What follows belongs to an exercise in optimizing a design on an open flow for small area and a short achievable clock period; a production flow would make more cautious choices.
No functional check of the RTL was part of any run shown here.

==> flow/design.v (outline; a module is shown in full before it is edited, if it fits) <==
// module rs_enc: 874 lines
// module rs_dec: 2301 lines
// module case_ecc_codec: 37 lines
module case_ecc_codec (
    input  wire         clk,
    input  wire         rst,
    input  wire         enc_valid,
    input  wire [127:0] enc_data,
    output wire         enc_out_valid,
    output wire [31:0]  enc_out_check,
    input  wire         dec_valid,
    input  wire [159:0] dec_word,
    input  wire [19:0]  dec_erase,
    output wire         dec_out_valid,
    output wire [127:0] dec_out_data,
    output wire         dec_out_corrected,
    output wire         dec_out_uncorrectable,
    output wire [4:0]   dec_out_last_dev
);
  // ...
==> flow/flow/run.sh <==
#!/bin/bash
# Standard ORFS layout (standard.sh) with two changes:
#  - the port buffers are buf_2 cells instead of the delay buffers that
#    buffer_ports picks by default (every port still gets its buffer);
#  - timing repair aims below the clock period (repair_timing's setup
#    margin), so it keeps improving the worst paths past the constraint.
bash standard.sh SETUP_SLACK_MARGIN=11.3 TNS_END_PERCENT=100 \
    "BUFFER_PORTS_ARGS=-buffer_cell sky130_fd_sc_hd__buf_2" finish > standard.log 2>&1
==> flow/standard.sh <==
#!/bin/bash
# synth_recipe.tcl (not shown) runs the flow's synth.tcl, then flattens the netlist and writes it again
# the make line also repeats each setting of config.mk as NAME=value (left out here)
make -C /OpenROAD-flow-scripts/flow DESIGN_CONFIG=/design/flow/config.mk WORK_HOME=/design/flow/orfs CLKGATE_MAP_FILE= SYNTH_SCRIPT=/design/flow/synth_recipe.tcl "${@:-finish}"
==> flow/config.mk <==
export PLATFORM = sky130hd
export DESIGN_NAME = case_ecc_codec
export DESIGN_NICKNAME = case_ecc_codec
export VERILOG_FILES = /design/flow/design.v
export SDC_FILE = /design/flow/constraint.sdc
export NUM_CORES = 4
export LEC_CHECK = 0
export CAP_MARGIN = 20
export CORE_MARGIN = 2
export CORE_UTILIZATION = 35
export SLEW_MARGIN = 20
==> flow/constraint.sdc <==
create_clock -name core_clock -period 16.0 [get_ports {clk}]
set_input_delay 3.2000 -clock core_clock [delete_from_list [all_inputs] [get_ports {clk}]]
set_output_delay 3.2000 -clock core_clock [all_outputs]
set_load 0.01 [all_outputs]
==> summary.txt, run 1 <==
FF/Latch Area=18000 sq um; fin area=between 70000 and 80000 sq um; slew margin rel.=around 17%; Critical Path AT=about 5700 ps; buffer and inverter count on the worst path=5; vias in the first global route=roughly 55000; final setup violation count=0; post-layout min period=between 5000 and 6000 ps; synth unique cells=92; final slew viol count=0; htree depth=3; outcome=complete, no violations; share of the synthesized area in the top cell type=between 30% and 40%; commonest non-fill, non-tap cell in the layout=xnor2_1; Startpoint Class=register; EDFF count, synth=0; Most Used Layer, Global Route=met2; Reg2Reg Setup Slack=around 11000 ps; CP Cell Sequence=buf_12, buf_4, mux2_2, a221oi_4, xor2_1, xnor3_2, xnor2_4, buf_4, buf_12, xnor2_4, xor2_1, o22ai_2, a211oi_2, o211ai_1, o41ai_4, xor2_2, buf_12, o21ai_0, a21oi_2, xor2_2; fillers=approximately 17000; Final Skew=roughly 77 ps; critical path's largest stage delay=a little under 600 ps; Cell Rows=~160; met2 Use GR=a little under half; Crit path max-delay family=compound AO/OA/AOI/OAI gates; Routed met3 length=around 30000 microns; WHS Path Cells=0; Achievable Freq=roughly 200 MHz; grt total ovfl=0; all-layer global routing usage=between 20% and 30%; Hold EP=u_dec.data2[37]$_DFF_P_; simple-gate share of the synthesized area=11.6%; post-DR wirelength/cell=about 28 microns; compound-gate portion of the synthesized area=a little under an eighth; Layout non-clock buf frac=roughly a tenth; TAP cells=2370; CORE AREA=180000 sq um; final std cells w/o fill=10422; Reg2Reg Depth=20; PnR worst setup slack=about 11000 ps; Layout Utilization=between 40 and 50%
==> run 2, diff against run 1 <==
--- a/flow/design.v
+++ b/flow/design.v
@@ -303,16 +303,83 @@
   end
 endfunction
 function automatic [7:0] gf_sq(input [7:0] a);
   begin
     gf_sq = {a[6], a[3] ^ a[5] ^ a[6], a[5], a[2] ^ a[4] ^ a[5] ^ a[7],
              a[4] ^ a[6], a[1] ^ a[4] ^ a[5] ^ a[6], a[7], a[0] ^ a[4] ^ a[6] ^ a[7]};
   end
 endfunction
+function automatic [3:0] m16(input [3:0] a, input [3:0] b);
+  reg [6:0] p;
+  integer i;
+  begin
+    p = 7'd0;
+    for (i = 0; i < 4; i = i + 1)
+      if (b[i]) p = p ^ ({3'd0, a} << i);
+    m16 = p[3:0] ^ {p[6:4], 1'b0} ^ {1'b0, p[6:4]};
+  end
+endfunction
+function automatic [3:0] inv16(input [3:0] a);
+  begin
+    case (a)
+      4'd0: inv16 = 4'd0;
+      4'd1: inv16 = 4'd1;
+      4'd2: inv16 = 4'd9;
+      4'd3: inv16 = 4'd14;
+      4'd4: inv16 = 4'd13;
+      4'd5: inv16 = 4'd11;
+      4'd6: inv16 = 4'd7;
+      4'd7: inv16 = 4'd6;
+      4'd8: inv16 = 4'd15;
+      4'd9: inv16 = 4'd2;
+      4'd10: inv16 = 4'd12;
+      4'd11: inv16 = 4'd5;
+      4'd12: inv16 = 4'd10;
+      4'd13: inv16 = 4'd4;
+      4'd14: inv16 = 4'd3;
+      4'd15: inv16 = 4'd8;
+      default: inv16 = 4'd0;
+    endcase
+  end
+endfunction
+function automatic [7:0] t_mul(input [7:0] a, input [7:0] b);
+  reg [3:0] hh, ll, mm;
+  begin
+    hh = m16(a[7:4], b[7:4]);
+    ll = m16(a[3:0], b[3:0]);
+    mm = m16(a[7:4] ^ a[3:0], b[7:4] ^ b[3:0]);
+    t_mul = {mm ^ ll, ll ^ m16(4'd8, hh)};
+  end
+endfunction
+function automatic [7:0] t_scale(input [3:0] s, input [7:0] a);
+  begin
+    t_scale = {m16(s, a[7:4]), m16(s, a[3:0])};
+  end
+endfunction
+function automatic [3:0] t_norm(input [7:0] a);
+  begin
+    t_norm = m16(4'd8, m16(a[7:4], a[7:4])) ^ m16(a[3:0], a[7:4]) ^ m16(a[3:0], a[3:0]);
+  end
+endfunction
+function automatic [7:0] t_conj(input [7:0] a);
+  begin
+    t_conj = {a[7:4], a[7:4] ^ a[3:0]};
+  end
+endfunction
+function automatic [7:0] to_tower(input [7:0] a);
+  begin
+    to_tower = {a[5], a[2] ^ a[5] ^ a[6], a[1] ^ a[3] ^ a[4], a[4] ^ a[7], a[3] ^ a[4] ^ a[5] ^ a[6], a[2] ^ a[4] ^ a[6], a[2] ^ a[3] ^ a[6] ^ a[7], a[0] ^ a[1] ^ a[2] ^ a[3] ^ a[4] ^ a[6] ^ a[7]};
+  end
+endfunction
+function automatic [7:0] to_poly(input [7:0] a);
+  begin
+    to_poly = {a[2] ^ a[4] ^ a[6] ^ a[7], a[1] ^ a[3] ^ a[4] ^ a[6], a[7], a[2] ^ a[6] ^ a[7], a[1] ^ a[2] ^ a[4], a[1] ^ a[3] ^ a[4] ^ a[7], a[1] ^ a[4] ^ a[5] ^ a[6] ^ a[7], a[0] ^ a[2] ^ a[4] ^ a[5]};
+  end
+endfunction
 module rs_enc (
     input  wire         clk,
     input  wire         rst,
     input  wire         in_valid,
     input  wire [127:0] in_data,
     output reg          out_valid,
     output reg  [31:0]  out_check
 );
@@ -1499,16 +1566,83 @@
   end
 endfunction
 function automatic [7:0] gf_sq(input [7:0] a);
   begin
     gf_sq = {a[6], a[3] ^ a[5] ^ a[6], a[5], a[2] ^ a[4] ^ a[5] ^ a[7],
              a[4] ^ a[6], a[1] ^ a[4] ^ a[5] ^ a[6], a[7], a[0] ^ a[4] ^ a[6] ^ a[7]};
   end
 endfunction
+function automatic [3:0] m16(input [3:0] a, input [3:0] b);
+  reg [6:0] p;
+  integer i;
+  begin
+    p = 7'd0;
+    for (i = 0; i < 4; i = i + 1)
+      if (b[i]) p = p ^ ({3'd0, a} << i);
+    m16 = p[3:0] ^ {p[6:4], 1'b0} ^ {1'b0, p[6:4]};
+  end
+endfunction
+function automatic [3:0] inv16(input [3:0] a);
+  begin
+    case (a)
+      4'd0: inv16 = 4'd0;
+      4'd1: inv16 = 4'd1;
+      4'd2: inv16 = 4'd9;
+      4'd3: inv16 = 4'd14;
+      4'd4: inv16 = 4'd13;
+      4'd5: inv16 = 4'd11;
+      4'd6: inv16 = 4'd7;
+      4'd7: inv16 = 4'd6;
+      4'd8: inv16 = 4'd15;
+      4'd9: inv16 = 4'd2;
+      4'd10: inv16 = 4'd12;
+      4'd11: inv16 = 4'd5;
+      4'd12: inv16 = 4'd10;
+      4'd13: inv16 = 4'd4;
+      4'd14: inv16 = 4'd3;
+      4'd15: inv16 = 4'd8;
+      default: inv16 = 4'd0;
+    endcase
+  end
+endfunction
+function automatic [7:0] t_mul(input [7:0] a, input [7:0] b);
+  reg [3:0] hh, ll, mm;
+  begin
+    hh = m16(a[7:4], b[7:4]);
+    ll = m16(a[3:0], b[3:0]);
+    mm = m16(a[7:4] ^ a[3:0], b[7:4] ^ b[3:0]);
+    t_mul = {mm ^ ll, ll ^ m16(4'd8, hh)};
+  end
+endfunction
+function automatic [7:0] t_scale(input [3:0] s, input [7:0] a);
+  begin
+    t_scale = {m16(s, a[7:4]), m16(s, a[3:0])};
+  end
+endfunction
+function automatic [3:0] t_norm(input [7:0] a);
+  begin
+    t_norm = m16(4'd8, m16(a[7:4], a[7:4])) ^ m16(a[3:0], a[7:4]) ^ m16(a[3:0], a[3:0]);
+  end
+endfunction
+function automatic [7:0] t_conj(input [7:0] a);
+  begin
+    t_conj = {a[7:4], a[7:4] ^ a[3:0]};
+  end
+endfunction
+function automatic [7:0] to_tower(input [7:0] a);
+  begin
+    to_tower = {a[5], a[2] ^ a[5] ^ a[6], a[1] ^ a[3] ^ a[4], a[4] ^ a[7], a[3] ^ a[4] ^ a[5] ^ a[6], a[2] ^ a[4] ^ a[6], a[2] ^ a[3] ^ a[6] ^ a[7], a[0] ^ a[1] ^ a[2] ^ a[3] ^ a[4] ^ a[6] ^ a[7]};
+  end
+endfunction
+function automatic [7:0] to_poly(input [7:0] a);
+  begin
+    to_poly = {a[2] ^ a[4] ^ a[6] ^ a[7], a[1] ^ a[3] ^ a[4] ^ a[6], a[7], a[2] ^ a[6] ^ a[7], a[1] ^ a[2] ^ a[4], a[1] ^ a[3] ^ a[4] ^ a[7], a[1] ^ a[4] ^ a[5] ^ a[6] ^ a[7], a[0] ^ a[2] ^ a[4] ^ a[5]};
+  end
+endfunction
     integer j;
     function automatic [1:0] cnt3(input [19:0] e);
         reg [19:0] b1, b2;    
         integer k;
         begin
             b1 = 20'd0;
             b2 = 20'd0;
             for (k = 1; k < 20; k = k + 1) begin
@@ -2389,33 +2523,34 @@
         s1_1  <= s1_c;
         s2_1  <= s2_c;
         s3_1  <= s3_c;
         m1_1  <= m1;
         m2_1  <= m2;
         m3_1  <= m3;
         m4_1  <= m4;
     end
-    reg [7:0]  t0, t1, t2, dd, pp, qq, ax, ix;
+    reg [7:0]  t0, t1, t2, dd, pp, qq, ax;
+    reg [3:0]  nx;
     reg [19:0] hita_c, hitb_c;
     reg        tzero_c, t0nz_c, chka_c, dnz_c;
     wire [159:0] ca, cb;
     always @(*) begin
         dd = gf_sq(s1_1) ^ m1_1;
         qq = gf_sq(s2_1) ^ m2_1;
         pp = m3_1 ^ m4_1;
         t0 = s1_1 ^ (e0_1 ? 8'h00 : m1_1);
         t1 = s2_1 ^ (e0_1 ? 8'h00 : m2_1);
         t2 = s3_1 ^ (e0_1 ? 8'h00 : m3_1);
         tzero_c = (t0 == 8'h00) && (t1 == 8'h00) && (t2 == 8'h00);
         t0nz_c  = (t0 != 8'h00);
         chka_c  = (gf_mul(t0, t2) == gf_sq(t1));
         dnz_c   = (dd != 8'h00);
-        ax = m4_1 ^ (e0_1 ? m3_1 : s2_1);
-        ix = gf_inv(ax);
+        ax = to_tower(m4_1 ^ (e0_1 ? m3_1 : s2_1));
+        nx = inv16(t_norm(ax));
     end
     wire cax0 = t0[6] ^ t0[7];
     wire cax1 = t0[4] ^ t0[5];
     wire cax2 = t0[2] ^ t0[3];
     wire cax3 = t0[0] ^ t0[1];
     wire cax4 = t0[1] ^ cax0;
     wire cax5 = t0[6] ^ cax1;
     wire cax6 = t0[1] ^ t0[7];
@@ -3169,24 +3304,24 @@
         else     v2 <= v1;
         data2  <= data1;
         e2     <= e1;
         ecnt2  <= ecnt1;
         useb2  <= e0_1 && dnz_c;
         hit2   <= (e0_1 && dnz_c) ? hitb_c : hita_c;
         s0_2   <= s0_1;
         wp2    <= e0_1 ? s1_1 : gf_sq(t0);
-        zz2    <= gf_mul(e0_1 ? dd : 8'h01, ix);    
+        zz2    <= to_poly(t_scale(nx, t_mul(to_tower(e0_1 ? dd : 8'h01), t_conj(ax))));    
         tzero2 <= tzero_c;
         t0nz2  <= t0nz_c;
         chka2  <= chka_c;
     end
     reg        f0, ok, corr, szero;
     reg [7:0]  s0z, va, vb, x2s0;
-    reg [19:0] bel, bele, ma, mb, fixed, abv;
+    reg [19:0] bel, bele, ma, mb, fixed;
     reg [4:0]  last;
     reg [127:0] data_c;
     wire [159:0] cs;    
     wire csx0 = s0z[6] ^ s0z[7];
     wire csx1 = s0z[4] ^ s0z[5];
     wire csx2 = s0z[2] ^ s0z[3];
     wire csx3 = s0z[0] ^ s0z[1];
     wire csx4 = s0z[1] ^ csx0;
@@ -3439,43 +3574,37 @@
                              : (szero || (t0nz2 && chka2 && (hit2 != 20'd0)));
             2'd1: ok = tzero2 || (t0nz2 && chka2 && ((hit2 & ~e2) != 20'd0));
             2'd2: ok = tzero2 || (t0nz2 && chka2 && ((hit2 & e2 & bele) != 20'd0));
             default: ok = 1'b0;
         endcase
         corr = ok && (f0 ? !szero : (ecnt2 == 2'd1) && !tzero2);
         case (ecnt2)
             2'd0: begin
-                ma    = useb2 ? (hit2 & ~bel) : 20'd0;
-                mb    = useb2 ? (hit2 & bel) : hit2;
-                fixed = hit2;
+                ma = useb2 ? (hit2 & ~bel) : 20'd0;
+                mb = useb2 ? (hit2 & bel) : hit2;
             end
             2'd1: begin
-                ma    = hit2 & ~e2;
-                mb    = e2;
-                fixed = hit2 & ~e2;
+                ma = hit2 & ~e2;
+                mb = e2;
             end
             default: begin
-                ma    = e2 & bele;
-                mb    = e2 & ~bele;
-                fixed = 20'd0;
+                ma = e2 & bele;
+                mb = e2 & ~bele;
             end
         endcase
         if (!ok) begin
             ma = 20'd0;
             mb = 20'd0;
         end
-        if (!corr) fixed = 20'd0;
-        abv = 20'd0;
-        for (j = 18; j >= 0; j = j - 1)
-            abv[j] = abv[j+1] | fixed[j+1];
-        fixed = fixed & ~abv;
+        fixed = useb2 ? (hit2 & bel) : (hit2 & ~e2);
         last = 5'd0;
         for (j = 0; j < 20; j = j + 1)
             if (fixed[j]) last = last | j;
+        if (!corr) last = 5'd0;
         for (j = 0; j < 16; j = j + 1)
             data_c[8*j +: 8] = data2[8*j +: 8] ^ (ma[j] ? va : 8'h00) ^ (mb[j] ? vb : 8'h00);
     end
     always @(posedge clk) begin
         if (rst) out_valid <= 1'b0;
         else     out_valid <= v2;
         out_data          <= data_c;
         out_corrected     <= corr;
==> summary.txt, run 2 <==
outcome=complete, no violations; height of the die=424 microns; commonest non-fill, non-tap cells in the layout=xnor2_1, dfxtp_1, xor2_1, nand2_1, buf_2; required time of the critical path=about 17000 ps; Biggest register=u_dec.w0; Synth Warn #=2; final setup violation count=0 (unchanged); R2R Path End=u_dec.out_data[54]$_DFF_P_; synthesized area=just over 60000 sq um; largest area contributor in the netlist=xnor2_1; most frequent cell after synthesis=xnor2_1; Reg2Reg Depth=23 (+15%); Critical Path AT=5570 ps (-120 ps); Hold Violations, Final=0; drt total wl=290000 microns; full die area=~180000 sq um; largest net degree at the start of global routing=36; Reg2Reg Setup Slack=11050 ps (+70 ps); critical path peak fanout=7; worst slack, placed=~9000 ps; slew margin rel.=18.6% (+1.8 points); met3 Resource Use GR=5.53%; Achievable Freq=202 MHz (+1.4%); number of antenna violations at the first check in global routing=25; M1 GR Usage=between 30% and 40%; commonest non-fill, non-tap cell in the layout=xnor2_1; Setup Crit Path Kind=reg2reg; post-DR wirelength/cell=28.6 microns (+1.6%); all-layer global routing usage=30.5% (+0.78 points); Starting Density=roughly a third; CORE AREA=176000 sq um (-2.7%); ys flop type=dfxtp_1; top post-synthesis cells by count=xnor2_1, dfxtp_1, xor2_1; TritonCTS buffer count=90; final slew viol count=0 (unchanged); Tcrit/Tclk final=30.9%; share of the synthesized area in the top cell type=34.2% (+1.9 points); Synth area leaders=xnor2_1, dfxtp_1, xor2_1; Startpoint Class=register; ys async rst share=0%; TritonRoute pass-1 iters=8; DRC=0; 1st-iter DRT viols=just under 7000; Mapped Cells=6945; Layout Utilization=45.2% (+1.1 points); clock buffer depth=3; setup TNS=0 ps; WHS Path Cells=0 (unchanged); root buf cell=clkbuf_16; synth unique cells=88 (-4.3%); via count=about 55000; worst hold path class=reg2reg; Cell Rows=154 (-1.3%); PnR worst setup slack=11050 ps (+69.4 ps); number of synthesized register bits=roughly 890; Max Cap Violations=0; TritonCTS clock tree=done; Detailed Place HPWL=between 200000 and 250000 microns; worst skew pair latency=approximately 780 ps; Most Used Layer, Global Route=met2; Slew @ Worst Pin=roughly 1200 ps; clock-pin slew on the worst setup and hold paths=around 60 ps; Die Wd=roughly 420 microns; Hold EP=u_dec.data2[7]$_DFF_P_; register area share after synthesis=around 29%; hold path startpoint=u_dec.data1[7]$_DFF_P_; global-route wire length before repair=between 300000 and 400000 microns; met2 Use GR=47.0% (+1.3 points); number of port buffers=480; EDFF count, synth=0 (unchanged); post-layout min period=4950 ps (-69.4 ps); r2r startpoint=u_dec.s0_2[5]$_DFF_P_; max reg flops=160; Final Skew=101 ps (+24.4 ps); share of layout cells above drive strength 1=around 24%; RSZ-0062 raised after global routing=true; Setup crit end kind=register; grt total ovfl=0 (unchanged); htree depth=3 (unchanged); GPL Wtd Cong=~1.0; drt via density=roughly 5.4; Syn Nets=7274; vias in the first global route=51500 (-5.6%); Layout area overhead=28.6%; Sink Count=894; Ports=~480; # nets final=8060; Avg Inst Size Synth=slightly below 9 sq um; antenna-violating nets left=0
## run 2: changes by cell type after synthesis, sizes merged, moves of 18 or more
cell    before   now
a311oi      24     2
nor3       169   100
nor2       419   401
o21ai      310   270
a21oi      237   192
nand3      192   107
clkbuf     341   262
o211ai      88    30
xnor2     2351  2436
nand2      515   573
or3         34    53
## run 2: worst max path at each step
stage | start | to | slack [ps] | cells past startpoint
after global placement | u_dec.s0_2[7]$_DFF_P_ | u_dec.out_data[86]$_DFF_P_ | 9340 | 18
after CTS | u_dec.s0_2[7]$_DFF_P_ | u_dec.out_data[31]$_DFF_P_ | 11150 | 20
final | u_dec.s0_2[5]$_DFF_P_ | u_dec.out_data[54]$_DFF_P_ | 11050 | 23
after detailed placement | u_dec.e0_1$_DFF_P_ | u_dec.zz2[1]$_DFF_P_ | 9210 | 21
after floorplan | u_dec.e0_1$_DFF_P_ | u_dec.zz2[1]$_DFF_P_ | 11350 | 21
after global routing | u_dec.zz2[4]$_DFF_P_ | u_dec.out_data[54]$_DFF_P_ | 10970 | 21
## run 2: timing repair
item                                   in CTS  in global routing
hold buffers                                0                  0
pin swaps                                 214                278
setup buffers                             222                 95
cloned                                     34                 12
endpoints found under the hold margin       0                  0
setup endpoints to repair                 186                175
gates resized for setup                   622                405
## run 2: per-stage QoR
step | cells | hold WS, ps | instance area (sq um)
2_1_floorplan | 6945 | 310 | 61800
3_3_place_gp | 9612 | 310 | 67400
3_5_place_dp | 9613 | 312 | 67500
4_1_cts | 10034 | 244 | 76500
5_1_grt | 10145 | 258 | 79300
6_report | 10155 | 234 | 79300
## run 2: critical path: stages (launching register included)
cell and delay [ps]:
dfxtp_4 370, buf_12 150, xnor2_4 130, buf_4 160, xnor2_4 240, nand2_1 110
xnor3_2 450, xnor3_2 490, xnor2_4 270, buf_12 150, xnor2_4 70, a222oi_1 450
o211ai_1 220, o31ai_4 220, buf_6 170, xor2_4 80, buf_12 180, buf_16 160
buf_4 150, nor2_1 150, xnor2_1 100, o21ai_2 170, nand2_2 80, xnor2_1 110
## run 2: metal layers
| layer | share of wire (%) | vias to the layer above | wire, microns |
|---|---|---|---|
| met4 | 7.9 | 20 | 22800 |
| met2 | 43 | 3375 | 126000 |
| li1 | - | 24248 | - |
| met5 | 0.052 | - | 151 |
| met3 | 9.5 | 924 | 27700 |
| met1 | 39 | 26463 | 114000 |
## run 2: cell families after synthesis
kind of cell / count (synthesis) / synth area share, %
xor+xnor: 3207 / 47.3
fa+ha+maj: 23 / 0.442
simple gates: 1483 / 10.8
buf+inv: 418 / 2.71
compound gates: 861 / 8.76
flops: 894 / 29.0
mux: 59 / 1.05
## run 2: area by class of cell
type	count	area [sq um]
inverter	77	319
sequential	894	18000
fill	16571	96200
clock buffer	119	2450
antenna	11	27.5
multi-input combinational	5635	46500
timing repair buffer	1033	8460
tap	2340	2930
clock inverter	46	626

==> static timing again, ports no longer ideal <==
How much do the figures lean on ideal ports? The routed layouts below were timed once more, with nothing changed but the port constraints. Step 1 sets driving cells, clkbuf_16 on the clock port and buf_2 on the other inputs (assumed; they add their load-dependent delay and slew). Step 2 adds t to the input delays and takes it off the output delays; t is the mean of the earliest and latest rising clock arrival at the registers after step 1. Input paths then give back, and output paths get back, about the clock's delay inside the block. Three values: ideal, step 1, step 2; two values: the first two.
run | shift t [ns] | setup WS [ns] | slew at the worst register clock pin (ns)
run 1 | 0.805 | 10.984 / 10.984 / 10.984 | 0.07 / 0.07
run 2 | 0.814 | 11.054 / 11.054 / 11.054 | 0.09 / 0.09
After both steps setup and hold are still met in every run listed.
